From an optimization exercise on the open Yosys and OpenROAD flow, aimed at small area; shortcuts taken in it are not production practice. Where RTL was checked, it was by simulation tests only, not by an equivalence proof against the original.

## oak
## vg63_loop_law
module vg63_loop_law (
    input  wire        clk,
    input  wire        rst,
    input  wire        cfg_we,
    input  wire [6:0]  cfg_addr,
    input  wire [31:0] cfg_wdata,
    input  wire        in_valid,
    output wire        in_ready,
    input  wire [31:0] in_e,
    input  wire [31:0] in_vn,
    input  wire [31:0] in_an,
    output reg         out_valid,
    output wire [31:0] out_y,
    output wire [31:0] out_ye,
    output reg         out_hi,
    output reg         out_lo,
    output reg         out_frozen
);
For scale: roughly 4900 cells after synthesis, roughly 2700 flip-flops, roughly 210 I/O pins.
export LEC_CHECK = 0
export CAP_MARGIN = 20
export CORE_MARGIN = 2
export CORE_UTILIZATION = 75
export CTS_BUF_LIST = sky130_fd_sc_hd__clkbuf_8
export CTS_CLUSTER_DIAMETER = 50
export CTS_CLUSTER_SIZE = 16
export PLACE_DENSITY = 0.82
export SLEW_MARGIN = 20
create_clock -name core_clock -period 18.0 [get_ports {clk}]
standard.sh (not shown) runs the stock make flow with config.mk's settings and CLKGATE_MAP_FILE= SYNTH_SCRIPT=/design/flow/synth_recipe.tcl, a recipe that flattens the netlist after the stock synthesis.
==> flow/flow/run.sh <==
#!/bin/bash
# The standard layout (standard.sh), with two of its settings changed:
# ports buffered with buf_1, and a clock tree without dummy loads.
set -euo pipefail
export BUFFER_PORTS_ARGS="-buffer_cell sky130_fd_sc_hd__buf_1"
export CTS_ARGS="-sink_clustering_enable -repair_clock_nets -sink_clustering_size 16 -sink_clustering_max_diameter 50 -buf_list sky130_fd_sc_hd__clkbuf_8 -dont_use_dummy_load"
bash standard.sh finish > standard_flow.log 2>&1
Inputs modified between oak and pine:
diff --git a/flow/design.v b/flow/design.v
--- a/flow/design.v
+++ b/flow/design.v
@@ -508,18 +508,41 @@
     wire       n_s1ph   = (c_n <= 7'd24);
     wire [6:0] n_cq     = n_s1ph ? c_n - 7'd9 : c_n - 7'd33;
     wire [2:0] n_pi     = n_cq[3:1];
     wire       n_pfirst = !n_cq[0];
     wire       n_pair   = (st_n == ST_UPD) &&
                           (((c_n >= 7'd9) && (c_n <= 7'd24)) || ((c_n >= 7'd33) && (c_n <= 7'd48)));
     wire [1:0] n_rx     = (st_n == ST_FWD) ? ((k_n == 3'd0) ? 2'd0 : 2'd2) :
                           (k_n[0] ? 2'd2 : 2'd0);
     wire [1:0] n_ry     = k_n[0] ? 2'd0 : 2'd2;
+    wire [2:0] n_idx    = n_dig ? c_n[2:0] : n_pi;
+    wire [7:0] n_oh     = 8'd1 << n_idx;
+    wire       f_b0     = n_dig;
+    wire       f_b12    = n_pair && n_pfirst;
+    wire       f_a12    = n_pair && !n_pfirst;
+    wire       f_s2     = n_pair && !n_pfirst && n_s1ph;
+    reg  [3:0] dsel, esel_lo;
+    reg  [5:0] esel_hi;
+    integer    di;
+    always @* begin
+        dsel    = 4'd0;
+        esel_lo = 4'd0;
+        esel_hi = 6'd0;
+        for (di = 0; di < 8; di = di + 1) begin
+            dsel    = dsel | ({4{f_b0 && n_oh[di]}} & b0d[di])
+                           | ({4{f_b12 && n_oh[di]}} & b12d[di])
+                           | ({4{f_a12 && n_oh[di]}} & a12d[di]);
+            esel_lo = esel_lo | ({4{f_b0 && n_oh[di]}} & s1ld[di])
+                              | ({4{f_s2 && n_oh[di]}} & s2ld[di]);
+            esel_hi = esel_hi | ({6{f_b0 && n_oh[di]}} & {(di == 7) ? {2{s1hd[di][3]}} : 2'b00, s1hd[di]})
+                              | ({6{f_s2 && n_oh[di]}} & {(di == 7) ? {2{s2hd[di][3]}} : 2'b00, s2hd[di]});
+        end
+    end
     always @* begin
         n_psel   = 2'd2;
         n_dd     = 4'd0;
         n_dfirst = 1'b1;
         n_dstrm  = 1'b0;
         n_dneg   = 1'b0;
         n_clrA   = 1'b0;
         n_shift  = 1'b0;
         n_ldV    = 1'b0;
@@ -531,36 +554,34 @@
         end else if (st_n == ST_FF) begin
             n_psel   = ph_n[0] ? 2'd2 : 2'd1;
             n_dd     = kkd;
             n_dfirst = (ph_n[3:1] == 3'd0);
             n_dstrm  = ph_n[0];
             n_clrA   = (ph_n == 4'd0);
             n_shift  = ph_n[0] && (ph_n != 4'd15);
         end else if (n_dig) begin
             n_psel   = n_rx;
-            n_dd     = b0d[c_n[2:0]];
+            n_dd     = dsel;
             n_dfirst = (c_n == 7'd0);
             n_clrA   = (c_n == 7'd0);
             n_shift  = (c_n[2:0] != 3'd7);
-            n_elo    = s1ld[c_n[2:0]];
-            n_ehi    = {(c_n[2:0] == 3'd7) ? {2{s1hd[c_n[2:0]][3]}} : 2'b00, s1hd[c_n[2:0]]};
+            n_elo    = esel_lo;
+            n_ehi    = esel_hi;
         end else if (n_pair) begin
             n_psel   = n_pfirst ? n_rx : n_ry;
-            n_dd     = n_pfirst ? b12d[n_pi] : a12d[n_pi];
+            n_dd     = dsel;
             n_dfirst = (n_pi == 3'd0);
             n_dstrm  = !n_pfirst;
             n_dneg   = !n_pfirst;
             n_clrA   = n_pfirst && (n_pi == 3'd0);
             n_shift  = !n_pfirst;
-            if (!n_pfirst && n_s1ph) begin
-                n_elo = s2ld[n_pi];
-                n_ehi = {(n_pi == 3'd7) ? {2{s2hd[n_pi][3]}} : 2'b00, s2hd[n_pi]};
-            end
+            n_elo    = esel_lo;
+            n_ehi    = esel_hi;
         end else if (st_n == ST_L1) begin
             n_psel   = 2'd2;
             n_dd     = 4'd1;
         end else if (st_n == ST_L2) begin
             n_rndt   = 2'd2;
         end
         if (n_step && c_n == 7'd8)
             n_rndt = 2'd1;
         if (st_n == ST_FWD && c_n == 7'd8 && k_n == nm1)
==> comparison <==
Of pine and oak, it is pine that has the lower overall global routing resource usage. | critical path data arrival time | pine vs oak | 0.22 ns higher |. Compared with oak, pine shows a lower wire length. Delta (pine minus oak): total placed cells including tap cells dropped 60; sequential element share of the synthesized area now sits at about the same level; first-pass GRT wire length shrank by 8500 um. Final standard cell count with taps included and fillers excluded, pine vs oak: down slightly. In the tables for pine and oak, starting utilization of the core area reads higher with pine. Comparing pine and oak, the higher final worst-path setup slack is on oak. Compared with oak, placement density in the core of pine is higher. Higher number of buffer and inverter stages on the critical path was reported by oak, not pine.
For oak, only the layout was checked, not whether the RTL still works.

==> afterwards: timing with drivers on the ports <==
No port has a modelled driver above. Below, the same layouts with a new extraction and two added sets of constraints.
Step 1 (the two cells are an assumption about what drives the block):
set clk [get_ports {clk}]
set_driving_cell -lib_cell sky130_fd_sc_hd__clkbuf_16 $clk
set_driving_cell -lib_cell sky130_fd_sc_hd__buf_2 [delete_from_list [all_inputs] $clk]
Step 2, shift: input delay + t, output delay - t, t = (earliest + latest rising clock arrival at the registers) / 2. This alone moves slack from input paths to output paths.
a / b / c = no drivers / after step 1 / after step 2; a / b = the first two.
| run | t, ns | setup slack, ns | worst register clock-pin slew, ns | worst data-port slew with drivers (ns) | cell pins on the clock port's net |
|---|---|---|---|---|---|
| oak | 0.959 | 2.807 / 2.807 / 2.807 | 0.12 / 0.12 | 0.14 | 1 |
| pine | 0.941 | 2.623 / 2.623 / 2.623 | 0.10 / 0.10 | 0.14 | 1 |
After both steps every run listed still meets setup and hold.
